From an optimization exercise on the open Yosys and OpenROAD flow, aimed at small area, a short achievable clock period and few clock cycles per item; shortcuts taken in it are not production practice. RTL that was checked went through simulation tests only; none was proved equivalent to the original. Function not checked in runs 2, 4 and 5: the RTL went through the layout flow alone.

[flow/design.v]
module pd_in #(
    parameter S  = 17,
    parameter ND = 4,
    parameter W  = 2
) (
    input  wire [2:0]  op,
    input  wire [63:0] s,
    input  wire [63:0] u,
    input  wire [4:0]  smap,
    output wire        sa,         
    output wire        sb,         
    output wire        es,         
    output wire        dx,
    output reg  [14:0] g,          
    output reg  [14:0] p,          
    output reg  [59:0] m,          
    output reg  [59:0] sc,         
    output reg  [W-1:0] top,       
    output wire        gt,         
    output wire        eq,         
    output wire        z           
);
    integer i;
    function sign_minus(input [3:0] c, input [4:0] mp);
        case (c)
            4'hA: sign_minus = mp[0];
            4'hB: sign_minus = mp[1];
            4'hC: sign_minus = mp[2];
            4'hD: sign_minus = mp[3];
            4'hE: sign_minus = mp[4];
            default: sign_minus = 1'b0;
        endcase
    endfunction
    assign sa = sign_minus(s[3:0], smap);
    assign sb = sign_minus(u[3:0], smap) ^ (op != 3'd0);
    assign es = sa ^ sb;
    reg s_bad, u_bad;
    always @* begin
        s_bad = (s[3:0] < 4'hA);
        u_bad = (u[3:0] < 4'hA);
        for (i = 1; i < 16; i = i + 1) begin
            if (s[4*i +: 4] > 4'd9) s_bad = 1'b1;
            if (u[4*i +: 4] > 4'd9) u_bad = 1'b1;
        end
    end
    wire two = (op == 3'd0) || (op == 3'd1) || (op == 3'd2);
    assign dx = (op != 3'd4) && (s_bad || (two && u_bad));
    reg [3:0] da, db, nb;
    reg [4:0] t;
    always @* begin
        for (i = 0; i < 15; i = i + 1) begin
            da = s[4*i+4 +: 4];
            db = u[4*i+4 +: 4];
            nb = es ? {~(db[3] | db[2] | db[1]), db[2] ^ db[1], db[1], ~db[0]} : db;
            t  = {1'b0, da} + {1'b0, nb};
            g[i] = (t >= 5'd10);
            p[i] = (t == 5'd9);
            m[4*i +: 4] = g[i] ? (t[3:0] - 4'd10) : t[3:0];
            sc[4*i +: 4] = {da[0], da[2] ^ da[3], da[1] ^ da[3], ~da[3]};
        end
    end
    assign gt = (s[63:4] > u[63:4]);
    assign eq = (s[63:4] == u[63:4]);
    assign z  = ((s[63:4] | u[63:4]) == 60'd0);
    reg [ND-1:0] any1, all1;
    integer j;
    always @* begin
        any1 = {ND{1'b0}};
        all1 = {ND{1'b1}};
        for (i = 0; i < 63; i = i + 1) begin
            any1[i / S] = any1[i / S] | s[i];
            all1[i / S] = all1[i / S] & s[i];
        end
        top = {W{1'b0}};
        for (j = 1; j < ND; j = j + 1)
            if (s[63] ? !all1[j] : any1[j]) top = j;
    end
endmodule
module pd_out (
    input  wire [14:0] g,
    input  wire [14:0] p,
    input  wire        es,
    input  wire        gt,         
    input  wire        eq,         
    input  wire        z,          
    input  wire        sa,
    input  wire        sb,
    input  wire        cmp,
    input  wire [2:0]  rel,
    input  wire [3:0]  oplus,
    input  wire [3:0]  ominus,
    input  wire        multi,      
    input  wire        fe,         
    input  wire [63:0] acc,
    input  wire        acc_ovf,
    output wire [63:0] result,
    output wire        ovf
);
    integer i, l;
    reg [14:0] G [0:4];
    reg [14:0] P [0:4];
    always @* begin
        G[0] = g;
        P[0] = p;
        for (l = 0; l < 4; l = l + 1) begin
            for (i = 0; i < 15; i = i + 1) begin
                if (i >= (1 << l)) begin
                    G[l+1][i] = G[l][i] | (P[l][i] & G[l][i - (1 << l)]);
                    P[l+1][i] = P[l][i] & P[l][i - (1 << l)];
                end else begin
                    G[l+1][i] = G[l][i];
                    P[l+1][i] = P[l][i];
                end
            end
        end
    end
    wire gall = G[4][14];               
    wire cin  = es & gt;                
    wire comp = es & !gt;               
    reg [59:0] dig;
    reg        c;
    reg [3:0]  d0, d1;
    always @* begin
        for (i = 0; i < 15; i = i + 1) begin
            c  = (i == 0) ? cin : (G[4][i-1] | (P[4][i-1] & cin));
            c  = c & fe;
            d0 = acc[4*i+4 +: 4];
            d1 = (d0 == 4'd9) ? 4'd0 : d0 + 4'd1;
            case ({comp & fe, c})
                2'b00: dig[4*i +: 4] = d0;
                2'b01: dig[4*i +: 4] = d1;
                2'b10: dig[4*i +: 4] = 4'd9 - d0;
                default: dig[4*i +: 4] = 4'd9 - d1;
            endcase
        end
    end
    wire zero = es ? eq : z;
    wire neg  = !zero && (comp ? sb : sa);
    reg rt;
    always @* begin
        case (rel)
            3'd0: rt = zero;
            3'd1: rt = !zero;
            3'd2: rt = neg;
            3'd3: rt = neg || zero;
            3'd4: rt = !neg && !zero;
            3'd5: rt = !neg;
            default: rt = 1'b0;
        endcase
    end
    wire        f_ovf = !cmp && !es && gall;
    assign result[63:4] = dig;
    assign result[3:0]  = multi ? acc[3:0] : cmp ? {3'd0, rt} : (neg ? ominus : oplus);
    assign ovf    = multi ? acc_ovf : f_ovf;
endmodule
module pdec_unit (
    input  wire        clk,
    input  wire        rst,        
    input  wire        start,      
    input  wire [2:0]  op,
    input  wire [2:0]  rel,        
    input  wire [63:0] s,
    input  wire [63:0] u,
    input  wire [4:0]  smap,       
    input  wire [3:0]  oplus,      
    input  wire [3:0]  ominus,     
    output wire        ready,
    output reg         done,       
    output wire [63:0] result,
    output wire        dx,         
    output wire        ovf         
);
    localparam integer S  = 17;                  
    localparam integer ND = (63 + S - 1) / S;    
    localparam integer NB = (50 + S - 1) / S;    
    localparam integer W  = (ND > 4 || NB > 4) ? 3 : 2;
    wire        in_sa, in_sb, in_es, in_dx, in_gt, in_eq, in_z;
    wire [14:0] in_g, in_p;
    wire [59:0] in_m, in_sc;
    wire [W-1:0] in_top;
    pd_in #(.S(S), .ND(ND), .W(W)) u_in (
        .op(op), .s(s), .u(u), .smap(smap),
        .sa(in_sa), .sb(in_sb), .es(in_es), .dx(in_dx),
        .g(in_g), .p(in_p), .m(in_m), .sc(in_sc), .top(in_top),
        .gt(in_gt), .eq(in_eq), .z(in_z)
    );
    wire in_fast = !(op == 3'd3 || op == 3'd4);
    reg        busy;
    assign ready = !busy;
    reg        r_sa, r_sb, r_es, r_cmp, r_gt, r_eq, r_z;
    reg [2:0]  r_rel;
    reg [63:0] r_s;                        
    reg [3:0]  r_oplus, r_ominus;
    reg        r_dx, r_multi, r_cvd, r_neg, r_fe;
    reg [W-1:0] cnt;
    reg [63:0] acc;
    reg        r_ovf;
    reg        seen;                       
    pd_out u_out (
        .g(r_s[33:19]), .p(r_s[18:4]), .es(r_es), .gt(r_gt), .eq(r_eq), .z(r_z), .sa(r_sa), .sb(r_sb),
        .cmp(r_cmp), .rel(r_rel), .oplus(r_oplus), .ominus(r_ominus),
        .multi(r_multi), .fe(r_fe), .acc(acc), .acc_ovf(r_ovf),
        .result(result), .ovf(ovf)
    );
    assign dx = r_dx;
    reg [63:0] sr;
    integer i1;
    always @* begin
        sr[3:0] = r_s[3:0];
        for (i1 = 0; i1 < 15; i1 = i1 + 1)
            sr[4*i1+4 +: 4] = {~r_s[4*i1+4], ~(r_s[4*i1+6] ^ r_s[4*i1+4]),
                               ~(r_s[4*i1+5] ^ r_s[4*i1+4]), r_s[4*i1+7]};
    end
    wire cvd_neg = sr[63];
    wire [S*ND-1:0] x = {{(S*ND-63){1'b0}}, sr[62:0] ^ {63{sr[63]}}};
    wire [S-1:0] chunk = x[S*cnt +: S];
    wire cvd_ovf = cvd_neg ? (x[62:0] >= 63'd999999999999999) : (x[62:0] >= 63'd1000000000000000);
    reg [59:0] dbl, dn;
    reg [2:0]  e2;
    reg        c;
    integer    i2, k2;
    always @* begin
        dbl = acc[63:4];
        for (k2 = S - 1; k2 >= 0; k2 = k2 - 1) begin
            for (i2 = 0; i2 < 15; i2 = i2 + 1) begin
                e2 = dbl[4*i2 +: 3];
                c = (i2 == 0) ? chunk[k2] : dbl[4*i2 - 1];
                dn[4*i2 + 3] = (e2[1] & c) | (e2[0] & e2[1]);
                dn[4*i2 + 0] = e2[2] | (e2[1] & ~c) | (~e2[1] & c);
                dn[4*i2 + 1] = e2[2] | (e2[0] & ~e2[1]) | (~e2[0] & e2[1] & ~c) | (e2[0] & c);
                dn[4*i2 + 2] = (e2[2] & c) | (~e2[0] & e2[1] & ~c);
            end
            dbl = dn;
        end
    end
    reg [59:0] bcd, fin;
    reg [14:0] nine, ci;
    reg [3:0]  d;
    integer    i3, k3;
    always @* begin
        for (i3 = 0; i3 < 15; i3 = i3 + 1) begin
            case (dbl[4*i3 +: 3])
                3'b000: d = dbl[4*i3+3] ? 4'd5 : 4'd0;
                3'b001: d = dbl[4*i3+3] ? 4'd6 : 4'd1;
                3'b010: d = dbl[4*i3+3] ? 4'd7 : 4'd2;
                3'b011: d = dbl[4*i3+3] ? 4'd8 : 4'd3;
                default: d = dbl[4*i3+3] ? 4'd9 : 4'd4;
            endcase
            bcd[4*i3 +: 4] = d;
            nine[i3] = (d == 4'd9);
        end
        for (i3 = 0; i3 < 15; i3 = i3 + 1) begin
            ci[i3] = cvd_neg;
            for (k3 = 0; k3 < i3; k3 = k3 + 1)
                ci[i3] = ci[i3] & nine[k3];
            fin[4*i3 +: 4] = ci[i3] ? (nine[i3] ? 4'd0 : bcd[4*i3 +: 4] + 4'd1) : bcd[4*i3 +: 4];
        end
    end
    reg [59:0]  hlv, hn;
    reg [S-1:0] nbits;
    reg         sn, f;
    reg [2:0]   e4;
    integer     i4, k4;
    always @* begin
        hlv = r_s[63:4];
        sn  = seen;
        for (k4 = 0; k4 < S; k4 = k4 + 1) begin
            nbits[k4] = hlv[3] ^ (r_neg & sn);
            sn = sn | hlv[3];
            for (i4 = 0; i4 < 15; i4 = i4 + 1) begin
                e4 = hlv[4*i4 +: 3];
                f = (i4 == 14) ? 1'b0 : hlv[4*i4 + 7];
                hn[4*i4 + 3] = (~e4[0] & f) | (~e4[1] & f) | (e4[0] & e4[1] & ~f);
                hn[4*i4 + 0] = ~f | ~e4[2] | ~e4[1];
                hn[4*i4 + 1] = (e4[1] & f) | (e4[0] & e4[2]);
                hn[4*i4 + 2] = ~e4[0] | f;
            end
            hlv = hn;
        end
    end
    localparam integer K = (S >= 20) ? 6 : (S >= 17) ? 5 : (S >= 14) ? 4 : (S >= 10) ? 3 : (S >= 7) ? 2 : 1;
    wire rest0 = (r_s[63:4*K+4] == {(15-K){4'b0001}});
    wire cvb_last = (cnt == NB - 1) || rest0;
    wire fill     = r_neg & sn;
    wire last = r_cvd ? (cnt == 0) : cvb_last;
    integer b;
    always @(posedge clk) begin
        r_sa  <= in_sa;
        r_sb  <= in_sb;
        r_es  <= in_es;
        r_gt  <= in_gt;
        r_eq  <= in_eq;
        r_z   <= in_z;
        r_cmp <= (op == 3'd2);
        r_rel <= rel;
        if (rst) begin
            busy <= 1'b0;
            done <= 1'b0;
        end else if (!busy) begin
            busy <= start && (op == 3'd3 || op == 3'd4);
            done <= start && !(op == 3'd3 || op == 3'd4);
        end else begin
            busy <= !last;
            done <= last;
        end
        if (!busy) begin
            r_s      <= {in_sc[59:30], in_fast ? {in_g, in_p} : in_sc[29:0], s[3:0]};
            r_oplus  <= oplus;
            r_ominus <= ominus;
            r_dx     <= in_dx;
            r_multi  <= (op == 3'd3 || op == 3'd4);
            r_cvd    <= (op == 3'd4);
            r_neg    <= in_sa;
            cnt      <= (op == 3'd4) ? in_top : {W{1'b0}};
            r_fe     <= in_fast && (op != 3'd2);
            acc      <= {(op == 3'd4 || op == 3'd2) ? 60'd0 : in_m, 4'd0};
            r_ovf    <= 1'b0;
            seen     <= 1'b0;
        end else if (r_cvd) begin
            cnt   <= cnt - 1'b1;
            r_ovf <= cvd_ovf;
            if (cnt == 0)
                acc <= {fin, cvd_neg ? r_ominus : r_oplus};
            else
                acc[63:4] <= dbl;
        end else begin
            cnt  <= cnt + 1'b1;
            seen <= sn;
            r_s[63:4] <= hlv;
            for (b = 0; b < 64; b = b + 1) begin
                if (b / S == cnt)
                    acc[b] <= nbits[b % S];
                else if (b / S > cnt && cvb_last)
                    acc[b] <= fill;
            end
        end
    end
endmodule
[flow/flow/run.sh]
#!/bin/bash
# Own layout flow: the standard layout (standard.sh) with three resizer
# settings changed, nothing else:
#  - repair_timing is asked to leave a setup margin (flow/margin.txt), so it
#    sizes the paths for a short period instead of stopping at the 30 ns clock;
#  - gates may be resized across cell footprints;
#  - the port buffers are buf_2 cells instead of the delay cell buffer_ports
#    picks by default (every input and output port still gets a buffer).
# The clock, the SDC and every other step are the standard flow's. All tool output goes
# to flow_make.log in this folder.
set -euo pipefail
MARGIN=$(cat flow/margin.txt)
bash standard.sh SETUP_SLACK_MARGIN="$MARGIN" MATCH_CELL_FOOTPRINT=0 \
    BUFFER_PORTS_ARGS="-buffer_cell sky130_fd_sc_hd__buf_2" finish > flow_make.log 2>&1
[flow/flow/margin.txt]
21.3
[flow/standard.sh]
#!/bin/bash
# synth_recipe.tcl (not shown) runs the flow's synth.tcl, then flattens the netlist and writes it again
# the make line also repeats each setting of config.mk as NAME=value (left out here)
make -C /OpenROAD-flow-scripts/flow DESIGN_CONFIG=/design/flow/config.mk WORK_HOME=/design/flow/orfs CLKGATE_MAP_FILE= SYNTH_SCRIPT=/design/flow/synth_recipe.tcl "${@:-finish}"
[flow/config.mk]
export PLATFORM = sky130hd
export DESIGN_NAME = pdec_unit
export DESIGN_NICKNAME = pdec_unit
export VERILOG_FILES = /design/flow/design.v
export SDC_FILE = /design/flow/constraint.sdc
export NUM_CORES = 4
export LEC_CHECK = 0
export ABC_AREA = 1
export CAP_MARGIN = 20
export CORE_MARGIN = 2
export CORE_UTILIZATION = 60
export PLACE_DENSITY = 0.75
export SLEW_MARGIN = 20
export SYNTH_HIERARCHICAL = 1
[flow/constraint.sdc]
create_clock -name core_clock -period 30.0 [get_ports {clk}]
set_input_delay 6.0000 -clock core_clock [delete_from_list [all_inputs] [get_ports {clk}]]
set_output_delay 6.0000 -clock core_clock [all_outputs]
set_load 0.01 [all_outputs]
==> flow_summary.toml, run 1 <==
[grt]
grt_max_degree = 68
grt_use_total = 0.4230
antenna_found_initial = 9
grt-ovfl-total = 0
grt_pass1_wl_um = 251300
first_global_vias = 47440

[sta]
final_min_period_over_clock_period = 0.2961
slew_headroom = 0.2460
rsz0062_at_grt = "yes"
tightest_slew_ps = 1117
period_needed_ps = 8884
setup_viol = 0
clock_skew_ps = 16.92
tns_ps = 0
fmax_ghz = 0.1126
drv_slew = 0
worst_slack_ps = 21120
hold_slack_ps = 485.4
hold_violations = 0

[cells_and_area]
drive_gt1_frac = 0.1261
regArea_um2 = 4518
area_delta_synth_final_pct = 12.13
fillerInstances = 6882
instances_no_fill = 9357
final_nets = 8870
final_common_cell = "nand2_1"
most-common-layout-cells = "2,019 x nand2_1, 1,236 x inv_1, 1,101 x nor2_1"
multiInputGateArea_um2 = 35600

[outcome]
status = "finished clean"

[floorplanning]
initial_core_util = 0.6068
die_area_um2 = 75980
pin_count = 218
rows = 99
die_y_um = 275.6
core_area_um2 = 72960
die_w_um = 275.6

[synthesis]
ys_seq_area_frac = 0.1020
synth-seq-cells = 157
synth_warnings = 11
ys_async_sr_fraction = 0
yosysUniqueCellTypes = 70
syn_avg_cell_area_um2 = 5.465
synth_top_family_by_area = "simple AND/OR/NAND/NOR gates"
synth_cells = 8101
synthMuxAreaShare = 0.0002261
synth_xor_area_frac = 0.06268
synth_compound_area_frac = 0.1742
synth_edf_count = 137
synth_fa_ha_area_frac = 0.09976
netlist_area_um2 = 44270
synth_ff_type = "edfxtp_1"
syn_nets = 8595
synth-simple-area-share = 0.4316

[route]
drtIter0Drc = 5668
ant_nets = 0
drtPass1Iterations = 9
drc_errors = 0
dr_total_vias = 54560
drt_wl_total_um = 171100
routedWlPerCell_um = 18.29
viasPerCell = 5.831

[placement]
port_buffers = 217
pre_cts_ws_ps = 20010
placedCellCount = 9171
hpwl_um = 137500
gp_congestion = 1.070

[clock_network]
clockBufferDepth = 2
cts_inserted_buffers = 17
htree_levels = 4
cts_tree = "yes"
path_clk_slew_ps = 70
clock-sinks = 157
root_buffer = "clkbuf_16"
clkLatencyLatePin_ps = 490

[critical_path]
end_kind = "flip-flop"
crit_family = "compound AO/OA/AOI/OAI gates"
path_buf_inv = 6
worstPathRequired_ps = 30340
critical_path.max_stage_delay_ps = 410
path_cells = "buf_2 > a21oi_2 > o22ai_4 > nand2_2 > nand2_4 > buf_6 > nand3_4 > buf_12 > nand3_4 > nand2_2 > inv_2 > ha_4 > fa_2 > xor2_2 > inv_1 > ha_2 > o211ai_1 > buf_4 > nor2_2 > a21oi_2 > a22oi_2 > nand2_1"
crit_type = "primary input to flip-flop"
slowest_stage = "o211ai_1"
crit_fanout = 8
crit_path_start_kind = "primary input"
arrival_ps = 9230

[job]
drv_cap = 0

[hold_path]
hold_class = "flip-flop to flip-flop"
[Yosys cell counts, drive strengths merged, types with 11 or more instances]
cell    number  area (um2)
o21bai      11       82.58
o21a        77       578.1
dfxtp       20       400.4
nor2      1197        4716
nand3b      28       214.0
edfxtp     137        4114
or2         84       525.5
nand4      154       997.2
clkbuf      68       255.2
xor2       186        1637
a22oi       36       270.3
nor4        27       168.9
buf         56       409.1
o21ai      865        4370
a21boi      14       108.9
fa          15       300.3
o211ai      36       270.3
a21oi      239        1230
nand2     2130        8115
inv       1346        5055
xnor2      130        1139
nand3      700        3821
o22ai       40       250.2
a31oi       27       168.9
ha         329        4116
nor3        80       430.4
[Yosys stat by module, one instance, submodules excluded, excerpt]
module     cells inside  cell area (um2)  times used  flops+latches
pdec_unit          5884            31470           1            157
pd_out              743             4046           1              0
[through the flow]
stage / util / cell area, um2
6_report: 0.6805 / 49650
3_5_place_dp: 0.6355 / 46360
3_3_place_gp: 0.6355 / 46360
5_1_grt: 0.6803 / 49640
2_1_floorplan: - / 44590
4_1_cts: 0.6559 / 47850
[state kept, by name (all words and copies together) (netlist names), 2 cells and up]
signal and cells:
acc 64, cnt 2, r_rel 3, r_s 64
r_oplus 4, r_ominus 4
[cell type report]
class,count,area share
multi-input cells,6477,0.7171
inverters,1351,0.1031
flip-flops and latches,157,0.09101
repair buffers,371,0.05209
well taps,959,0.02417
clock buffers,18,0.008644
clock inverters,14,0.003352
diodes,9,0.0004536
repair inverters,1,0.0001008
[worst paths after layout]
| path | from | to | slack (ps) | cells past startpoint |
|---|---|---|---|---|
| min reg2reg | r_ovf | r_ovf | 490 | 2 |
| min | r_ovf | r_ovf | 490 | 2 |
| max reg2reg | r_s[60] | acc[41] | 21790 | 66 |
| max | smap[3] | acc[62] | 21120 | 22 |
[kinds of logic (layout without fill, tap and decap cells)]
| logic type | after synthesis | in the layout |
|---|---|---|
| buffers and inverters | 1475 | 1755 |
| XOR/XNOR | 316 | 316 |
| other | 0 | 9 |
| AO/OA/AOI/OAI | 1391 | 1391 |
| multiplexers | 1 | 1 |
| adder cells (fa/ha/maj) | 344 | 344 |
| flip-flops | 157 | 157 |
| AND/OR/NAND/NOR | 4417 | 4425 |
[timing repair]
action / CTS / global route
cloned: 8 / 6
pin swaps: 47 / 102
hold buffers: 0 / 0
setup endpoints to repair: 134 / 99
setup buffers: 49 / 82
gates resized for setup: 97 / 274
[worst reg2reg max path, delay by kind of cell, from the launching register on]
family        cells  cell delay (ps)
flops             1              530
simple gates     62             6860
buf+inv           4              560
[metal layers]
metal  track usage  wire, um
met1        0.5232     65840
met2        0.6744     73510
met3       0.07264     18040
met4        0.2829     13710
met5             0         0
Testbench counts, summed over its fixed seeds: cycles 15,174, ops 8,000.
==> inputs of run 2 (changes only) <==
--- a/flow/design.v
+++ b/flow/design.v
@@ -56,5 +56,5 @@
             g[i] = (t >= 5'd10);
             p[i] = (t == 5'd9);
-            m[4*i +: 4] = g[i] ? (t[3:0] - 4'd10) : t[3:0];
+            m[4*i +: 4] = t[3:0];
             sc[4*i +: 4] = {da[0], da[2] ^ da[3], da[1] ^ da[3], ~da[3]};
         end
@@ -120,10 +120,11 @@
     reg [59:0] dig;
     reg        c;
-    reg [3:0]  d0, d1;
+    reg [3:0]  d0, d1, tl;
     always @* begin
         for (i = 0; i < 15; i = i + 1) begin
             c  = (i == 0) ? cin : (G[4][i-1] | (P[4][i-1] & cin));
             c  = c & fe;
-            d0 = acc[4*i+4 +: 4];
+            tl = acc[4*i+4 +: 4];
+            d0 = !(g[i] & fe) ? tl : (tl >= 4'd10) ? tl - 4'd10 : tl + 4'd6;
             d1 = (d0 == 4'd9) ? 4'd0 : d0 + 4'd1;
             case ({comp & fe, c})
==> flow_summary.toml, run 2 <==
[critical_path]
crit_fanout = 7
arrival_ps = 3040
path_buf_inv = 4
worstPathRequired_ps = 24000
crit_family = "simple AND/OR/NAND/NOR gates"
critical_path.max_stage_delay_ps = 470
path_cells = "clkbuf_16 > buf_6 > buf_12 > nand2_8 > xor2_4 > ha_4 > nand4_1 > nand2_2 > ha_4 > nand3_1 > a21oi_2 > nor2_1 > buf_2"
crit_path_start_kind = "flip-flop"
slowest_stage = "edfxtp_1"
crit_type = "flip-flop to output pin"
cp_common_cell = "ha_4"
end_kind = "output pin"

[route]
drt_wl_total_um = 178800
routedWlPerCell_um = 18.95
drtIter0Drc = 5781
viasPerCell = 5.881
dr_total_vias = 55510
ant_nets = 0
drtPass1Iterations = 9
drc_errors = 0

[grt]
grt_pass1_wl_um = 258900
grt_use_total = 0.4247
antenna_found_initial = 5
grt-ovfl-total = 0
grt_max_degree = 78
first_global_vias = 48310

[clock_network]
htree_levels = 4
path_clk_slew_ps = 80
clockBufferDepth = 2
clkLatencyLatePin_ps = 490
root_buffer = "clkbuf_16"
cts_tree = "yes"
clock-sinks = 157
cts_inserted_buffers = 17

[placement]
placed_area_um2 = 46490
gp_congestion = 1.078
hpwl_um = 137800
port_buffers = 217
pre_cts_ws_ps = 20410

[sta]
period_needed_ps = 9035
slew_headroom = 0.1773
clock_skew_ps = 15.84
setup_viol = 0
tightest_slew_ps = 1225
drv_slew = 0
hold_violations = 0
rsz0062_at_grt = "yes"
worst_slack_ps = 20970
tns_ps = 0
final_min_period_over_clock_period = 0.3012
fmax_ghz = 0.1107

[synthesis]
yosysTopAreaCell = "nand2_1"
yosysUniqueCellTypes = 78
synthTopCellsByCount = "2,037 x nand2_1, 1,260 x inv_1, 1,168 x nor2_1"
ys_seq_area_frac = 0.1010
syn_avg_cell_area_um2 = 5.523
synth_top_area_frac = 0.1710
netlist_area_um2 = 44710
syn_nets = 8590
synth-seq-cells = 157
ys_async_sr_fraction = 0
synth.area.top_cells = "nand2_1 17%, inv_1 11%, nor2_1 9.8%, ha_1 9.2%, edfxtp_1 9.2%"
synth_cells = 8096
yosysMostFrequentCell = "nand2_1"
synth_warnings = 11
synth_edf_count = 137
synth_ff_type = "edfxtp_1"

[hold_path]
hold_class = "flip-flop to flip-flop"

[floorplanning]
core_area_um2 = 74070
initial_core_util = 0.6036
die_w_um = 277.0
die_y_um = 277.0
pin_count = 218
rows = 100
die_area_um2 = 76720

[cells_and_area]
drive_gt1_frac = 0.1478
area_delta_synth_final_pct = 15.21
top_regs = "acc x64, r_s x64"
post-route-cell-area_um2 = 51510
final_nets = 8948
most-common-layout-cells = "1,970 x nand2_1, 1,221 x inv_1, 1,108 x nor2_1"
final_common_cell = "nand2_1"

[job]
drv_cap = 0

[outcome]
status = "finished clean"
==> run 2: cell count changes in the layout (fill, tap and decap cells not counted), moves of 17 or more <==
cell      previous run  this run
nand3_1            595       565
o21ai_0            745       675
a21oi_1            216       235
inv_2              106       147
ha_4                15        40
o21ai_1             90       134
o21bai_1            11        32
xor2_1             169       186
or2_2               66        39
buf_4              126       196
nand2_1           2019      1970
ha_1               298       278
==> run 2: worst paths after layout <==
check	from	end	slack [ps]	cells after the start
min	r_ovf	r_ovf	470	2
min reg2reg	r_ovf	r_ovf	470	2
max	r_fe	result[43]	20970	13
max reg2reg	r_s[12]	acc[55]	21870	57
==> run 2: cell type report <==
cell class,count,area [um2]
Antenna cell,3,7.507
Clock buffer,17,425.4
Clock inverter,15,170.2
Fill cell,6632,22560
Inverter,1377,5181
Multi-Input combinational cell,6446,36700
Sequential cell,157,4519
Tap cell,969,1212
Timing Repair Buffer,455,3294
==> run 2: worst min-delay path, delay by kind of cell (launching register included) <==
kind | cells | cell delay (ps)
DFF | 1 | 310
AOI/OAI and AO/OA | 1 | 60
and+or+nand+nor | 1 | 60
==> run 2: kinds of logic (layout without fill, tap and decap cells) <==
logic type / count (synthesis) / after routing / share of synthesized area
xor gates and xnor gates: 350 / 350 / 0.06937
buffers and inverters: 1498 / 1864 / 0.1311
other: 0 / 3 / 0
muxes: 3 / 3 / 0.0006717
DFF: 157 / 157 / 0.1010
adders and majority gates: 344 / 344 / 0.09879
AOI/OAI and AO/OA: 1398 / 1398 / 0.1759
and+or+nand+nor: 4346 / 4351 / 0.4232
==> run 2: through the flow <==
| step | util | hold slack, ps | std cells |
|---|---|---|---|
| final | 0.6954 | 474.9 | 9439 |
| after global routing | 0.6953 | 532.9 | 9436 |
| after floorplan | - | 445.4 | 8096 |
| after detailed placement | 0.6276 | 464.5 | 9180 |
| after CTS | 0.6632 | 474.8 | 9328 |
| after global placement | 0.6275 | 455.4 | 9179 |
==> run 2: modules after synthesis, one instance, submodules excluded, a selection <==
module,flip-flops and latches,copies in the design,cells,cell area (um2)
pd_out,0,1,963,5391
pdec_unit,157,1,5902,31630
==> run 2: repair_timing <==
item,in CTS,in global routing
pin swaps,93,118
buffers inserted,114,101
endpoints found under the setup margin,125,141
gates cloned,2,7
hold buffers,0,0
gates resized for setup,231,325
==> run 2: per-layer routing <==
| metal | global-route usage | share of wire | routed length, um | vias to the layer above |
|---|---|---|---|---|
| met3 | 0.06707 | 0.11 | 19730 | 795 |
| met5 | 0 | 0 | 0 | - |
| met2 | 0.6606 | 0.42 | 74540 | 3079 |
| met4 | 0.2808 | 0.085 | 15270 | 0 |
| li1 | - | - | - | 26800 |
| met1 | 0.5442 | 0.39 | 69300 | 24840 |
==> inputs of run 3 (changes only) <==
--- a/flow/design.v
+++ b/flow/design.v
@@ -12,7 +12,7 @@
     output wire        es,         
     output wire        dx,
-    output reg  [14:0] g,          
-    output reg  [14:0] p,          
-    output reg  [59:0] m,          
+    output wire [14:0] g,          
+    output wire [14:0] p,          
+    output wire [59:0] m,          
     output reg  [59:0] sc,         
     output reg  [W-1:0] top,       
@@ -46,15 +46,18 @@
     wire two = (op == 3'd0) || (op == 3'd1) || (op == 3'd2);
     assign dx = (op != 3'd4) && (s_bad || (two && u_bad));
-    reg [3:0] da, db, nb;
-    reg [4:0] t;
+    genvar gd;
+    generate
+        for (gd = 0; gd < 5; gd = gd + 1) begin : g_dig
+            pd_dig3 u_dig (
+                .op(op), .sc_s(s[3:0]), .sc_u(u[3:0]), .smap(smap),
+                .a(s[12*gd+4 +: 12]), .b(u[12*gd+4 +: 12]),
+                .g(g[3*gd +: 3]), .p(p[3*gd +: 3]), .m(m[12*gd +: 12])
+            );
+        end
+    endgenerate
+    reg [3:0] da;
     always @* begin
         for (i = 0; i < 15; i = i + 1) begin
             da = s[4*i+4 +: 4];
-            db = u[4*i+4 +: 4];
-            nb = es ? {~(db[3] | db[2] | db[1]), db[2] ^ db[1], db[1], ~db[0]} : db;
-            t  = {1'b0, da} + {1'b0, nb};
-            g[i] = (t >= 5'd10);
-            p[i] = (t == 5'd9);
-            m[4*i +: 4] = t[3:0];
             sc[4*i +: 4] = {da[0], da[2] ^ da[3], da[1] ^ da[3], ~da[3]};
         end
@@ -120,11 +123,10 @@
     reg [59:0] dig;
     reg        c;
-    reg [3:0]  d0, d1, tl;
+    reg [3:0]  d0, d1;
     always @* begin
         for (i = 0; i < 15; i = i + 1) begin
             c  = (i == 0) ? cin : (G[4][i-1] | (P[4][i-1] & cin));
             c  = c & fe;
-            tl = acc[4*i+4 +: 4];
-            d0 = !(g[i] & fe) ? tl : (tl >= 4'd10) ? tl - 4'd10 : tl + 4'd6;
+            d0 = acc[4*i+4 +: 4];
             d1 = (d0 == 4'd9) ? 4'd0 : d0 + 4'd1;
             case ({comp & fe, c})
@@ -155,4 +157,41 @@
     assign ovf    = multi ? acc_ovf : f_ovf;
 endmodule
+module pd_dig3 (
+    input  wire [2:0]  op,
+    input  wire [3:0]  sc_s,       
+    input  wire [3:0]  sc_u,       
+    input  wire [4:0]  smap,
+    input  wire [11:0] a,
+    input  wire [11:0] b,
+    output reg  [2:0]  g,
+    output reg  [2:0]  p,
+    output reg  [11:0] m
+);
+    function sign_minus(input [3:0] c, input [4:0] mp);
+        case (c)
+            4'hA: sign_minus = mp[0];
+            4'hB: sign_minus = mp[1];
+            4'hC: sign_minus = mp[2];
+            4'hD: sign_minus = mp[3];
+            4'hE: sign_minus = mp[4];
+            default: sign_minus = 1'b0;
+        endcase
+    endfunction
+    wire es = sign_minus(sc_s, smap) ^ sign_minus(sc_u, smap) ^ (op != 3'd0);
+    integer i;
+    reg [3:0] da, db, nb;
+    reg [4:0] t;
+    always @* begin
+        for (i = 0; i < 3; i = i + 1) begin
+            da = a[4*i +: 4];
+            db = b[4*i +: 4];
+            nb = es ? {~(db[3] | db[2] | db[1]), db[2] ^ db[1], db[1], ~db[0]} : db;
+            t  = {1'b0, da} + {1'b0, nb};
+            g[i] = (t >= 5'd10);
+            p[i] = (t == 5'd9);
+            m[4*i +: 4] = g[i] ? (t[3:0] - 4'd10) : t[3:0];
+        end
+    end
+endmodule
 module pdec_unit (
     input  wire        clk,
--- a/flow/config.mk
+++ b/flow/config.mk
@@ -7,8 +7,8 @@
 export LEC_CHECK = 0
 export ABC_AREA = 1
-export CAP_MARGIN = 20
+export CAP_MARGIN = 40
 export CORE_MARGIN = 2
 export CORE_UTILIZATION = 60
 export PLACE_DENSITY = 0.75
-export SLEW_MARGIN = 20
+export SLEW_MARGIN = 40
 export SYNTH_HIERARCHICAL = 1
==> flow_summary.toml, run 3 <==
[clock_network]
cts_tree = "yes"
clock-sinks = 157
clkLatencyLatePin_ps = 480
clockBufferDepth = 2
root_buffer = "clkbuf_16"
cts_inserted_buffers = 17
ctsHoldBuffers = 0
path_clk_slew_ps = 80
htree_levels = 4

[cells_and_area]
top_regs = "acc x64, r_s x64"
most-common-layout-cells = "1,971 x nand2_1, 1,246 x inv_1, 1,061 x nor2_1"
final_common_cell = "nand2_1"
final_nets = 8899
drive_gt1_frac = 0.1201
postLayoutCoreUtil = 0.6532
area_delta_synth_final_pct = 7.973

[floorplanning]
rows = 101
die_y_um = 280.3
core_area_um2 = 75700
die_w_um = 280.3
pin_count = 218
die_area_um2 = 78550
initial_core_util = 0.6050

[critical_path]
path_cells = "nand2_1 > inv_1 > nand2_1 > nand2_1 > nand2_1 > nand2_1 > inv_1 > nand2_1 > nand2_1 > nand2_1 > xor2_1 > buf_2"
end_kind = "output pin"
arrival_ps = 2670
critical_path.max_stage_delay_ps = 600
cp_common_cell = "nand2_1"
crit_type = "flip-flop to output pin"
crit_path_start_kind = "flip-flop"
slowest_stage = "edfxtp_1"
crit_fanout = 7
worstPathRequired_ps = 24000

[grt]
first_global_vias = 46500
grt_pass1_wl_um = 244100
grt_use_total = 0.3912
grt_max_degree = 76
antenna_found_initial = 16
grt-ovfl-total = 0

[synthesis]
netlist_area_um2 = 45790
synth.area.top_cells = "nand2_1 16%, inv_1 10%, ha_1 9.0%, edfxtp_1 9.0%, nor2_1 8.7%"
synth_edf_count = 137
synth_ff_type = "edfxtp_1"
synth_top_area_frac = 0.1626
synth_warnings = 12
ys_async_sr_fraction = 0
ys_seq_area_frac = 0.09858
yosysUniqueCellTypes = 79
synthTopCellsByCount = "1,984 x nand2_1, 1,258 x inv_1, 1,066 x nor2_1"
syn_avg_cell_area_um2 = 5.591
synth_cells = 8191
syn_nets = 8685
synth-seq-cells = 157
yosysMostFrequentCell = "nand2_1"
yosysTopAreaCell = "nand2_1"

[sta]
slew_headroom = 0.3130
drv_slew = 0
tightest_slew_ps = 1027
setup_viol = 0
tns_ps = 0
hold_violations = 0
period_needed_ps = 8671
fmax_ghz = 0.1153
final_min_period_over_clock_period = 0.2890
rsz0062_at_grt = "yes"
clock_skew_ps = 18.49

[route]
drtPass1Iterations = 6
routedWlPerCell_um = 17.33
dr_total_vias = 53820
drtIter0Drc = 5409
viasPerCell = 5.722
drc_errors = 0
drt_wl_total_um = 163000
ant_nets = 0

[hold_path]
hold_class = "flip-flop to flip-flop"

[outcome]
status = "finished clean"

[job]
drv_cap = 0

[placement]
port_buffers = 217
hpwl_um = 133700
gp_congestion = 1.062
## run 3: changes by cell type after synthesis, moves of 20 or more
cell      before   now
nor2_2        39    81
o21ai_1      144   166
nor2_1      1168  1066
a21o_1         0    20
nand3_1      597   621
o21ai_0      688   741
nand2_2       67    91
o21bai_1      33    12
nand2_1     2037  1984
## run 3: metrics by stage
| step | setup WS [ps] | instances | hold WS (ps) | area, um2 |
|---|---|---|---|---|
| 3_5_place_dp | 20510 | 9295 | 456.6 | 47710 |
| 3_3_place_gp | 20630 | 9293 | 453.7 | 47640 |
| 6_report | 21330 | 9406 | 479.0 | 49440 |
| 5_1_grt | 21250 | 9403 | 486.0 | 49440 |
| 2_1_floorplan | 21300 | 8191 | 445.4 | 45790 |
| 4_1_cts | 21300 | 9328 | 467.8 | 48350 |
## run 3: layout make-up
cell class | count | area (um2)
Multi-Input combinational cell | 6540 | 35940
Fill cell | 7425 | 26250
Timing Repair Buffer | 300 | 1937
Antenna cell | 10 | 25.02
Clock buffer | 18 | 429.2
Timing Repair inverter | 1 | 5.005
Clock inverter | 14 | 127.6
Sequential cell | 157 | 4518
Tap cell | 978 | 1224
Inverter | 1388 | 5243
## run 3: routing by layer
metal | up-vias | wire (um) | GRT usage
li1 | 27080 | - | -
met2 | 2288 | 70440 | 0.6338
met4 | 4 | 11480 | 0.2239
met3 | 475 | 15680 | 0.06712
met1 | 23980 | 65340 | 0.4895
met5 | - | 23 | 0
## run 3: worst paths after layout
path | startpoint | endpoint | slack (ps) | cells after the start
worst max-delay path | r_s[12] | result[60] | 21330 | 12
worst min-delay path | r_ovf | r_ovf | 480 | 2
worst max register to register | cnt[1] | acc[45] | 22040 | 51
worst min register to register | r_ovf | r_ovf | 480 | 2
## run 3: cells by family after synthesis
| group | Yosys count | synth area share |
|---|---|---|
| mux | 4 | 0.0008744 |
| buf+inv | 1496 | 0.1273 |
| xor+xnor | 328 | 0.06290 |
| compound gates | 1471 | 0.1797 |
| flops | 157 | 0.09858 |
| fa+ha+maj | 344 | 0.09645 |
| simple gates | 4391 | 0.4342 |
## run 3: repair_timing
item,in CTS,in global routing
setup endpoints to repair,104,98
setup buffers,1,61
pin swaps,3,54
cloned,0,6
resized for setup,29,135
## run 3: Yosys stat by module (local to each module, per instance), excerpt
module / flip-flops and latches / times used / cell area (um2) / cells inside
pd_dig3: 0 / 5 / 1061 / 175
pd_out: 0 / 1 / 4046 / 743
pdec_unit: 157 / 1 / 32100 / 5899
## run 3: worst max-delay path, delay by kind of cell (launching register included)
kind,cells,cell delay [ps]
XOR/XNOR,1,200
buffers and inverters,3,340
AND/OR/NAND/NOR,8,1050
flip-flops,1,600
Testbench counts of run 3, summed over its fixed seeds: cycles 15,174, ops 8,000.
==> inputs of run 4 (changes only) <==
--- a/flow/design.v
+++ b/flow/design.v
@@ -12,8 +12,9 @@
     output wire        es,         
     output wire        dx,
-    output wire [14:0] g,          
-    output wire [14:0] p,          
-    output wire [59:0] m,          
+    output reg  [14:0] g,          
+    output reg  [14:0] p,          
+    output reg  [59:0] m,          
     output reg  [59:0] sc,         
+    output reg  [63:0] ab,         
     output reg  [W-1:0] top,       
     output wire        gt,         
@@ -46,18 +47,15 @@
     wire two = (op == 3'd0) || (op == 3'd1) || (op == 3'd2);
     assign dx = (op != 3'd4) && (s_bad || (two && u_bad));
-    genvar gd;
-    generate
-        for (gd = 0; gd < 5; gd = gd + 1) begin : g_dig
-            pd_dig3 u_dig (
-                .op(op), .sc_s(s[3:0]), .sc_u(u[3:0]), .smap(smap),
-                .a(s[12*gd+4 +: 12]), .b(u[12*gd+4 +: 12]),
-                .g(g[3*gd +: 3]), .p(p[3*gd +: 3]), .m(m[12*gd +: 12])
-            );
-        end
-    endgenerate
-    reg [3:0] da;
+    reg [3:0] da, db, nb;
+    reg [4:0] t;
     always @* begin
         for (i = 0; i < 15; i = i + 1) begin
             da = s[4*i+4 +: 4];
+            db = u[4*i+4 +: 4];
+            nb = es ? {~(db[3] | db[2] | db[1]), db[2] ^ db[1], db[1], ~db[0]} : db;
+            t  = {1'b0, da} + {1'b0, nb};
+            g[i] = (t >= 5'd10);
+            p[i] = (t == 5'd9);
+            m[4*i +: 4] = g[i] ? (t[3:0] - 4'd10) : t[3:0];
             sc[4*i +: 4] = {da[0], da[2] ^ da[3], da[1] ^ da[3], ~da[3]};
         end
@@ -66,16 +64,23 @@
     assign eq = (s[63:4] == u[63:4]);
     assign z  = ((s[63:4] | u[63:4]) == 60'd0);
-    reg [ND-1:0] any1, all1;
+    reg [63:0] lo1;                 
+    integer sh;
+    always @* begin
+        lo1 = {s[62:0], 1'b0};
+        for (sh = 1; sh < 64; sh = sh * 2)
+            for (i = 0; i < 64; i = i + 1)
+                if ((i & sh) != 0)
+                    lo1[i] = lo1[i] | lo1[(i & ~(sh - 1) & ~sh) + sh - 1];
+        ab = s ^ ({64{s[63]}} & lo1);
+    end
+    reg [ND-1:0] nz;
     integer j;
     always @* begin
-        any1 = {ND{1'b0}};
-        all1 = {ND{1'b1}};
-        for (i = 0; i < 63; i = i + 1) begin
-            any1[i / S] = any1[i / S] | s[i];
-            all1[i / S] = all1[i / S] & s[i];
-        end
+        nz = {ND{1'b0}};
+        for (i = 0; i < 64; i = i + 1)
+            nz[i / S] = nz[i / S] | ab[i];
         top = {W{1'b0}};
         for (j = 1; j < ND; j = j + 1)
-            if (s[63] ? !all1[j] : any1[j]) top = j;
+            if (nz[j]) top = j;
     end
 endmodule
@@ -157,41 +162,4 @@
     assign ovf    = multi ? acc_ovf : f_ovf;
 endmodule
-module pd_dig3 (
-    input  wire [2:0]  op,
-    input  wire [3:0]  sc_s,       
-    input  wire [3:0]  sc_u,       
-    input  wire [4:0]  smap,
-    input  wire [11:0] a,
-    input  wire [11:0] b,
-    output reg  [2:0]  g,
-    output reg  [2:0]  p,
-    output reg  [11:0] m
-);
-    function sign_minus(input [3:0] c, input [4:0] mp);
-        case (c)
-            4'hA: sign_minus = mp[0];
-            4'hB: sign_minus = mp[1];
-            4'hC: sign_minus = mp[2];
-            4'hD: sign_minus = mp[3];
-            4'hE: sign_minus = mp[4];
-            default: sign_minus = 1'b0;
-        endcase
-    endfunction
-    wire es = sign_minus(sc_s, smap) ^ sign_minus(sc_u, smap) ^ (op != 3'd0);
-    integer i;
-    reg [3:0] da, db, nb;
-    reg [4:0] t;
-    always @* begin
-        for (i = 0; i < 3; i = i + 1) begin
-            da = a[4*i +: 4];
-            db = b[4*i +: 4];
-            nb = es ? {~(db[3] | db[2] | db[1]), db[2] ^ db[1], db[1], ~db[0]} : db;
-            t  = {1'b0, da} + {1'b0, nb};
-            g[i] = (t >= 5'd10);
-            p[i] = (t == 5'd9);
-            m[4*i +: 4] = g[i] ? (t[3:0] - 4'd10) : t[3:0];
-        end
-    end
-endmodule
 module pdec_unit (
     input  wire        clk,
@@ -212,5 +180,5 @@
 );
     localparam integer S  = 17;                  
-    localparam integer ND = (63 + S - 1) / S;    
+    localparam integer ND = (64 + S - 1) / S;    
     localparam integer NB = (50 + S - 1) / S;    
     localparam integer W  = (ND > 4 || NB > 4) ? 3 : 2;
@@ -219,8 +187,9 @@
     wire [59:0] in_m, in_sc;
     wire [W-1:0] in_top;
+    wire [63:0]  in_ab;
     pd_in #(.S(S), .ND(ND), .W(W)) u_in (
         .op(op), .s(s), .u(u), .smap(smap),
         .sa(in_sa), .sb(in_sb), .es(in_es), .dx(in_dx),
-        .g(in_g), .p(in_p), .m(in_m), .sc(in_sc), .top(in_top),
+        .g(in_g), .p(in_p), .m(in_m), .sc(in_sc), .ab(in_ab), .top(in_top),
         .gt(in_gt), .eq(in_eq), .z(in_z)
     );
@@ -244,16 +213,7 @@
     );
     assign dx = r_dx;
-    reg [63:0] sr;
-    integer i1;
-    always @* begin
-        sr[3:0] = r_s[3:0];
-        for (i1 = 0; i1 < 15; i1 = i1 + 1)
-            sr[4*i1+4 +: 4] = {~r_s[4*i1+4], ~(r_s[4*i1+6] ^ r_s[4*i1+4]),
-                               ~(r_s[4*i1+5] ^ r_s[4*i1+4]), r_s[4*i1+7]};
-    end
-    wire cvd_neg = sr[63];
-    wire [S*ND-1:0] x = {{(S*ND-63){1'b0}}, sr[62:0] ^ {63{sr[63]}}};
+    wire [S*ND-1:0] x = {{(S*ND-64){1'b0}}, r_s};
     wire [S-1:0] chunk = x[S*cnt +: S];
-    wire cvd_ovf = cvd_neg ? (x[62:0] >= 63'd999999999999999) : (x[62:0] >= 63'd1000000000000000);
+    wire cvd_ovf = (r_s >= 64'd1000000000000000);
     reg [59:0] dbl, dn;
     reg [2:0]  e2;
@@ -274,25 +234,15 @@
         end
     end
-    reg [59:0] bcd, fin;
-    reg [14:0] nine, ci;
-    reg [3:0]  d;
-    integer    i3, k3;
+    reg [59:0] fin;
+    integer    i3;
     always @* begin
         for (i3 = 0; i3 < 15; i3 = i3 + 1) begin
             case (dbl[4*i3 +: 3])
-                3'b000: d = dbl[4*i3+3] ? 4'd5 : 4'd0;
-                3'b001: d = dbl[4*i3+3] ? 4'd6 : 4'd1;
-                3'b010: d = dbl[4*i3+3] ? 4'd7 : 4'd2;
-                3'b011: d = dbl[4*i3+3] ? 4'd8 : 4'd3;
-                default: d = dbl[4*i3+3] ? 4'd9 : 4'd4;
+                3'b000: fin[4*i3 +: 4] = dbl[4*i3+3] ? 4'd5 : 4'd0;
+                3'b001: fin[4*i3 +: 4] = dbl[4*i3+3] ? 4'd6 : 4'd1;
+                3'b010: fin[4*i3 +: 4] = dbl[4*i3+3] ? 4'd7 : 4'd2;
+                3'b011: fin[4*i3 +: 4] = dbl[4*i3+3] ? 4'd8 : 4'd3;
+                default: fin[4*i3 +: 4] = dbl[4*i3+3] ? 4'd9 : 4'd4;
             endcase
-            bcd[4*i3 +: 4] = d;
-            nine[i3] = (d == 4'd9);
-        end
-        for (i3 = 0; i3 < 15; i3 = i3 + 1) begin
-            ci[i3] = cvd_neg;
-            for (k3 = 0; k3 < i3; k3 = k3 + 1)
-                ci[i3] = ci[i3] & nine[k3];
-            fin[4*i3 +: 4] = ci[i3] ? (nine[i3] ? 4'd0 : bcd[4*i3 +: 4] + 4'd1) : bcd[4*i3 +: 4];
         end
     end
@@ -345,5 +295,5 @@
         end
         if (!busy) begin
-            r_s      <= {in_sc[59:30], in_fast ? {in_g, in_p} : in_sc[29:0], s[3:0]};
+            r_s      <= (op == 3'd4) ? in_ab : {in_sc[59:30], in_fast ? {in_g, in_p} : in_sc[29:0], s[3:0]};
             r_oplus  <= oplus;
             r_ominus <= ominus;
@@ -351,5 +301,5 @@
             r_multi  <= (op == 3'd3 || op == 3'd4);
             r_cvd    <= (op == 3'd4);
-            r_neg    <= in_sa;
+            r_neg    <= (op == 3'd4) ? s[63] : in_sa;
             cnt      <= (op == 3'd4) ? in_top : {W{1'b0}};
             r_fe     <= in_fast && (op != 3'd2);
@@ -361,5 +311,5 @@
             r_ovf <= cvd_ovf;
             if (cnt == 0)
-                acc <= {fin, cvd_neg ? r_ominus : r_oplus};
+                acc <= {fin, r_neg ? r_ominus : r_oplus};
             else
                 acc[63:4] <= dbl;
--- a/flow/config.mk
+++ b/flow/config.mk
@@ -7,8 +7,8 @@
 export LEC_CHECK = 0
 export ABC_AREA = 1
-export CAP_MARGIN = 40
+export CAP_MARGIN = 20
 export CORE_MARGIN = 2
 export CORE_UTILIZATION = 60
 export PLACE_DENSITY = 0.75
-export SLEW_MARGIN = 40
+export SLEW_MARGIN = 20
 export SYNTH_HIERARCHICAL = 1
==> flow_summary.toml, run 4 <==
[synthesis]
synth_top_area_frac = 0.1838
synth_ff_type = "edfxtp_1"
syn_nets = 8313
yosysUniqueCellTypes = 78
ys_async_sr_fraction = 0
syn_avg_cell_area_um2 = 5.587
yosysMostFrequentCell = "nand2_1"
netlist_area_um2 = 43910
synth_warnings = 11
synth-seq-cells = 157
synth_edf_count = 137
yosysTopAreaCell = "nand2_1"
synthTopCellsByCount = "2,150 x nand2_1, 1,187 x inv_1, 942 x nor2_1"
synth_cells = 7860
synth.area.top_cells = "nand2_1 18%, inv_1 10%, edfxtp_1 9.4%, nand3_1 9.2%, ha_1 8.2%"
ys_seq_area_frac = 0.1028

[route]
m1WireLength_um = 67660
drtIter0Drc = 7207
viasPerCell = 6.056
dr_wl_met3_um = 20890
dr_total_vias = 55220
routedWlPerCell_um = 20.28
drc_errors = 0
met2WireLength_um = 77330
top_layer_used = "met5"
drtPass1Iterations = 9
drt_wl_total_um = 184900
ant_nets = 0

[cells_and_area]
instances_no_fill = 9118
drive_gt1_frac = 0.1212
fillerInstances = 6552
most-common-layout-cells = "2,117 x nand2_1, 1,160 x inv_1, 919 x nor2_1"
area_delta_synth_final_pct = 13.20
top_regs = "acc x64, r_s x64"
final_common_cell = "nand2_1"
multiInputGateArea_um2 = 35890
post-route-cell-area_um2 = 49710
regArea_um2 = 4517
final_nets = 8594

[critical_path]
slowest_stage = "ha_1"
worstPathRequired_ps = 30240
crit_type = "primary input to flip-flop"
crit_path_start_kind = "primary input"
critical_path.max_stage_delay_ps = 360
end_kind = "flip-flop"
path_buf_inv = 9
arrival_ps = 9400
cp_common_cell = "buf_12"
crit_family = "buffers and inverters"
crit_fanout = 8

[sta]
slew_headroom = 0.09302
setup_viol = 0
tns_ps = 0
drv_slew = 0
rsz0062_at_grt = "yes"
worst_slack_ps = 20840
tightest_slew_ps = 1350
hold_slack_ps = 546.4
fmax_ghz = 0.1091
hold_violations = 0
clock_skew_ps = 18.62
final_min_period_over_clock_period = 0.3054
period_needed_ps = 9162

[floorplanning]
initial_core_util = 0.6039
die_w_um = 274.5
die_y_um = 274.5
die_area_um2 = 75370
core_area_um2 = 72710
pin_count = 218
rows = 99

[clock_network]
cts_tree = "yes"
clock-sinks = 157
clkLatencyLatePin_ps = 490
cts_inserted_buffers = 17
clockBufferDepth = 2
root_buffer = "clkbuf_16"
path_clk_slew_ps = 90
ctsHoldBuffers = 0
htree_levels = 4

[placement]
hpwl_um = 147400
placed_area_um2 = 46210
placedCellCount = 8932
pre_cts_ws_ps = 20100
port_buffers = 217
gp_congestion = 1.111

[grt]
grt_use_total = 0.4677
antenna_found_initial = 6
grt_pass1_wl_um = 271300
first_global_vias = 49020
grt_max_degree = 71
grt-ovfl-total = 0

[hold_path]
hold_class = "flip-flop to flip-flop"

[outcome]
status = "finished clean"

[job]
drv_cap = 0
## run 4: cell count changes in the layout (fill, tap and decap cells not counted), moves of 48 or more
cell / before / now
nand3_2: 95 / 26
nand2_1: 1971 / 2117
o21ai_0: 733 / 445
nor2_2: 83 / 31
o21ai_1: 164 / 264
nand3_1: 618 / 790
nor2_1: 1061 / 919
inv_1: 1246 / 1160
buf_4: 73 / 121
nand4_1: 151 / 216
ha_1: 313 / 238
a21oi_1: 232 / 150
## run 4: cell families (layout without fill, tap and decap cells)
family          Yosys count  count (layout)  synth area share
buf+inv                1379            1671            0.1212
xor+xnor                332             332           0.08158
other cells               0               5                 0
flops                   157             157            0.1028
simple gates           4396            4398            0.4315
mux                      10              10          0.002280
compound gates         1283            1283            0.1718
fa+ha+maj               303             303           0.08890
## run 4: worst reg2reg max path, delay by kind of cell, from the launching register on
family,cells,cell delay (ps)
AO/OA/AOI/OAI,2,410
buffers and inverters,5,650
flip-flops,1,560
AND/OR/NAND/NOR,47,6410
## run 4: through the flow
| stage | utilization |
|---|---|
| 3_5_place_dp | 0.6355 |
| 4_1_cts | 0.6670 |
| 2_1_floorplan | - |
| 3_3_place_gp | 0.6355 |
| 6_report | 0.6836 |
| 5_1_grt | 0.6835 |
## run 4: layout make-up
type,count,share of cell area
Antenna cell,5,0.0002517
Tap cell,959,0.02414
Sequential cell,157,0.09087
Timing Repair Buffer,388,0.05563
Clock buffer,18,0.008835
Multi-Input combinational cell,6326,0.7221
Inverter,1251,0.09484
Clock inverter,14,0.003348
## run 4: modules after synthesis, one instance, submodules excluded, excerpt
module	cells inside	cell area (um2)
pdec_unit	5580	30250
pd_out	744	4131
## run 4: metal layers
| metal | up-vias | GRT usage |
|---|---|---|
| li1 | 26350 | - |
| met5 | - | 0 |
| met2 | 3149 | 0.7256 |
| met3 | 855 | 0.1098 |
| met1 | 24860 | 0.5461 |
| met4 | 4 | 0.3960 |
## run 4: final timing paths
kind                            cells after the start   start  slack (ps)      end
worst min register to register                      2  acc[0]         550   acc[0]
worst max register to register                     54  cnt[1]       21800  acc[18]
worst min-delay path                                2  acc[0]         550   acc[0]
worst max-delay path                               25    u[1]       20840   acc[5]
## run 4: what timing repair did
item / in CTS / in global routing
pin swaps: 118 / 110
gates cloned: 6 / 0
endpoints found under the setup margin: 122 / 100
resized for setup: 186 / 174
buffers inserted: 88 / 55
==> inputs of run 5 (changes only) <==
--- a/flow/design.v
+++ b/flow/design.v
@@ -49,4 +49,5 @@
     reg [3:0] da, db, nb;
     reg [4:0] t;
+    reg [14:0] g0, p0;              
     always @* begin
         for (i = 0; i < 15; i = i + 1) begin
@@ -55,9 +56,13 @@
             nb = es ? {~(db[3] | db[2] | db[1]), db[2] ^ db[1], db[1], ~db[0]} : db;
             t  = {1'b0, da} + {1'b0, nb};
-            g[i] = (t >= 5'd10);
-            p[i] = (t == 5'd9);
-            m[4*i +: 4] = g[i] ? (t[3:0] - 4'd10) : t[3:0];
+            g0[i] = (t >= 5'd10);
+            p0[i] = (t == 5'd9);
+            m[4*i +: 4] = g0[i] ? (t[3:0] - 4'd10) : t[3:0];
             sc[4*i +: 4] = {da[0], da[2] ^ da[3], da[1] ^ da[3], ~da[3]};
         end
+        for (i = 0; i < 15; i = i + 1) begin
+            g[i] = (i == 0) ? g0[0] : (g0[i] | (p0[i] & g0[i-1]));
+            p[i] = (i == 0) ? p0[0] : (p0[i] & p0[i-1]);
+        end
     end
     assign gt = (s[63:4] > u[63:4]);
@@ -109,7 +114,9 @@
     reg [14:0] P [0:4];
     always @* begin
-        G[0] = g;
-        P[0] = p;
-        for (l = 0; l < 4; l = l + 1) begin
+        G[1] = g;
+        P[1] = p;
+        G[0] = 15'd0;
+        P[0] = 15'd0;
+        for (l = 1; l < 4; l = l + 1) begin
             for (i = 0; i < 15; i = i + 1) begin
                 if (i >= (1 << l)) begin
==> flow_summary.toml, run 5 <==
[outcome]
status = "finished clean"

[grt]
grt_max_degree = 68
grt-ovfl-total = 0
grt_use_total = 0.4706
grt_pass1_wl_um = 273200
first_global_vias = 49030
antenna_found_initial = 13

[synthesis]
syn_nets = 8363
synth-seq-cells = 157
synthTopCellsByCount = "2,172 x nand2_1, 1,169 x inv_1, 958 x nor2_1"
netlist_area_um2 = 44000
synth_ff_type = "edfxtp_1"
ys_seq_area_frac = 0.1026
yosysTopAreaCell = "nand2_1"
ys_async_sr_fraction = 0
synth.area.top_cells = "nand2_1 19%, inv_1 10%, edfxtp_1 9.3%, nand3_1 9.2%, ha_1 8.2%"
synth_top_area_frac = 0.1853
synth_warnings = 11
synth_edf_count = 137
yosysUniqueCellTypes = 80
yosysMostFrequentCell = "nand2_1"
synth_cells = 7910
syn_avg_cell_area_um2 = 5.563

[critical_path]
crit_path_start_kind = "primary input"
ff2ff_setup_slack_ps = 22030
worstPathRequired_ps = 30230
crit_start = "u[2]"
r2r_cells = 36
end_kind = "flip-flop"
critical_path.max_stage_delay_ps = 390
crit_fanout = 7
slowest_stage = "fa_2"
crit_type = "primary input to flip-flop"
path_cells = "buf_6 > nand3b_1 > o22a_1 > o21ai_2 > xor2_2 > inv_2 > nand2_2 > nand2_4 > buf_12 > clkbuf_16 > xor2_2 > ha_2 > fa_2 > xor2_2 > inv_1 > ha_2 > o21ai_2 > a21oi_4 > xor2_2 > a22oi_2 > nand3_1"
r2r_start = "r_s[29]"
cp_common_cell = "xor2_2"
endpoint = "acc[29]"
arrival_ps = 9510
regToRegEndpoint = "acc[33]"

[route]
drtPass1Iterations = 17
viasPerCell = 6.097
drtIter0Drc = 7221
drt_wl_total_um = 188300
routedWlPerCell_um = 20.54
drc_errors = 0
ant_nets = 0
dr_total_vias = 55900

[cells_and_area]
final_nets = 8641
drive_gt1_frac = 0.1256
area_delta_synth_final_pct = 13.04
final_common_cell = "nand2_1"
most-common-layout-cells = "2,135 x nand2_1, 1,122 x inv_1, 926 x nor2_1"
top_regs = "acc x64, r_s x64"

[clock_network]
clockBufferDepth = 2
root_buffer = "clkbuf_16"
htree_levels = 4
clock-sinks = 157
clkLatencyLatePin_ps = 500
cts_tree = "yes"
path_clk_slew_ps = 70
cts_inserted_buffers = 17

[sta]
period_needed_ps = 9282
clock_skew_ps = 28.47
setup_viol = 0
tns_ps = 0
final_min_period_over_clock_period = 0.3094
drv_slew = 0
slew_headroom = 0.1048
tightest_slew_ps = 1333
fmax_ghz = 0.1077
rsz0062_at_grt = "yes"
hold_violations = 0
hold_slack_ps = 513.1

[floorplanning]
rows = 99
die_area_um2 = 75520
initial_core_util = 0.6041
die_y_um = 274.8
die_w_um = 274.8
core_area_um2 = 72830
pin_count = 218

[hold_path]
hold_start = "seen"
hold_class = "flip-flop to flip-flop"

[placement]
gp_congestion = 1.146
port_buffers = 217
hpwl_um = 149300

[job]
drv_cap = 0
## run 5: cell count changes in the layout (fill, tap and decap cells not counted), sizes merged, moves of 9 or more
cell / change
o21a: +17
nor3: -14
inv: -18
nor2: +15
o21ai: +48
xnor2: -9
nand2: +19
nand4: +11
o41ai: -10
a21oi: -12
mux2i: -10
## run 5: layer usage
layer	up-vias	routed length, um	GRT usage
met4	6	18030	0.3529
met1	24980	68250	0.5553
li1	26510	-	-
met5	-	33	0
met2	3387	77700	0.7280
met3	1025	24310	0.1319
## run 5: per-module statistics from Yosys (local to each module, per instance), a selection
module | copies in the design | cells | cell area, um2 | flops+latches
pd_out | 1 | 753 | 4089 | 0
pdec_unit | 1 | 5580 | 30250 | 157
## run 5: through the flow
stage | utilization | cells | worst slack (ps) | area [um2]
3_3_place_gp | 0.6361 | 8978 | 19920 | 46330
6_report | 0.6829 | 9169 | 20720 | 49740
3_5_place_dp | 0.6361 | 8978 | 19860 | 46330
5_1_grt | 0.6826 | 9162 | 20530 | 49720
2_1_floorplan | - | 7910 | 20770 | 44500
4_1_cts | 0.6677 | 9116 | 20950 | 48630
## run 5: timing repair
item | in CTS | in global routing
hold buffers | 0 | 0
resized for setup | 186 | 168
gates cloned | 6 | 1
pin swaps | 125 | 95
endpoints found under the hold margin | 0 | 0
setup buffers | 100 | 41
setup endpoints to repair | 120 | 94
## run 5: area by class of cell
cell class | instances | area, um2
diodes | 9 | 22.52
clock buffers | 17 | 425.4
clock inverters | 15 | 201.4
fillers | 6538 | 23100
inverters | 1234 | 4683
multi-input cells | 6387 | 36070
flip-flops and latches | 157 | 4517
well taps | 959 | 1200
repair buffers | 391 | 2616
## run 5: worst min-delay path by stage
| stage | cells past startpoint | to | slack [ps] |
|---|---|---|---|
| finish | 2 | seen | 510 |
| detailed placement | 1 | r_ovf | 490 |
| floorplan | 1 | r_ovf | 450 |
| CTS | 1 | r_ovf | 510 |
| global placement | 1 | r_ovf | 480 |
| global route | 1 | r_ovf | 510 |
## run 5: critical path, delay by kind of cell
kind | cells | cell delay [ps]
compound gates | 5 | 950
xor+xnor | 4 | 740
fa+ha+maj | 3 | 780
buf+inv | 5 | 550
simple gates | 4 | 450
## run 5: logic make-up after synthesis
logic type / after synthesis / share of synthesized area
simple gates: 4433 / 0.4332
buf+inv: 1367 / 0.1200
compound gates: 1334 / 0.1776
xor+xnor: 316 / 0.07791
fa+ha+maj: 303 / 0.08872
flops: 157 / 0.1026

==> re-timing with driven ports <==
No port has a modelled driver above. Below, the same layouts with a new extraction and two added sets of constraints. Step 1: set_driving_cell puts a clkbuf_16 on clk and a buf_2 on each other input, an assumption about the parent block. Step 2 times the ports against the registers' clock, not the clock port: input delays grow and output delays shrink by t, the midpoint of the rising clock arrivals with the driver on. a / b / c = ideal / step 1 / step 2; a / b = the first two.
run	t (ns)	setup WS [ns]	hold slack, ns	cell pins on the clock port's net
run 1	0.538	21.116 / 21.093 / 20.555	0.485 / 0.485 / 0.485	1
run 2	0.542	20.965 / 20.906 / 20.957	0.475 / 0.475 / 0.475	1
run 3	0.528	21.329 / 21.274 / 20.830	0.479 / 0.479 / 0.479	1
run 4	0.542	20.838 / 20.829 / 20.287	0.546 / 0.546 / 0.546	1
run 5	0.545	20.718 / 20.747 / 20.201	0.513 / 0.513 / 0.513	1
After both steps every run listed still meets setup and hold. For run 1, which loses most, drivers alone change the setup slack by -0.023 ns; drivers and shift together by -0.561 ns.
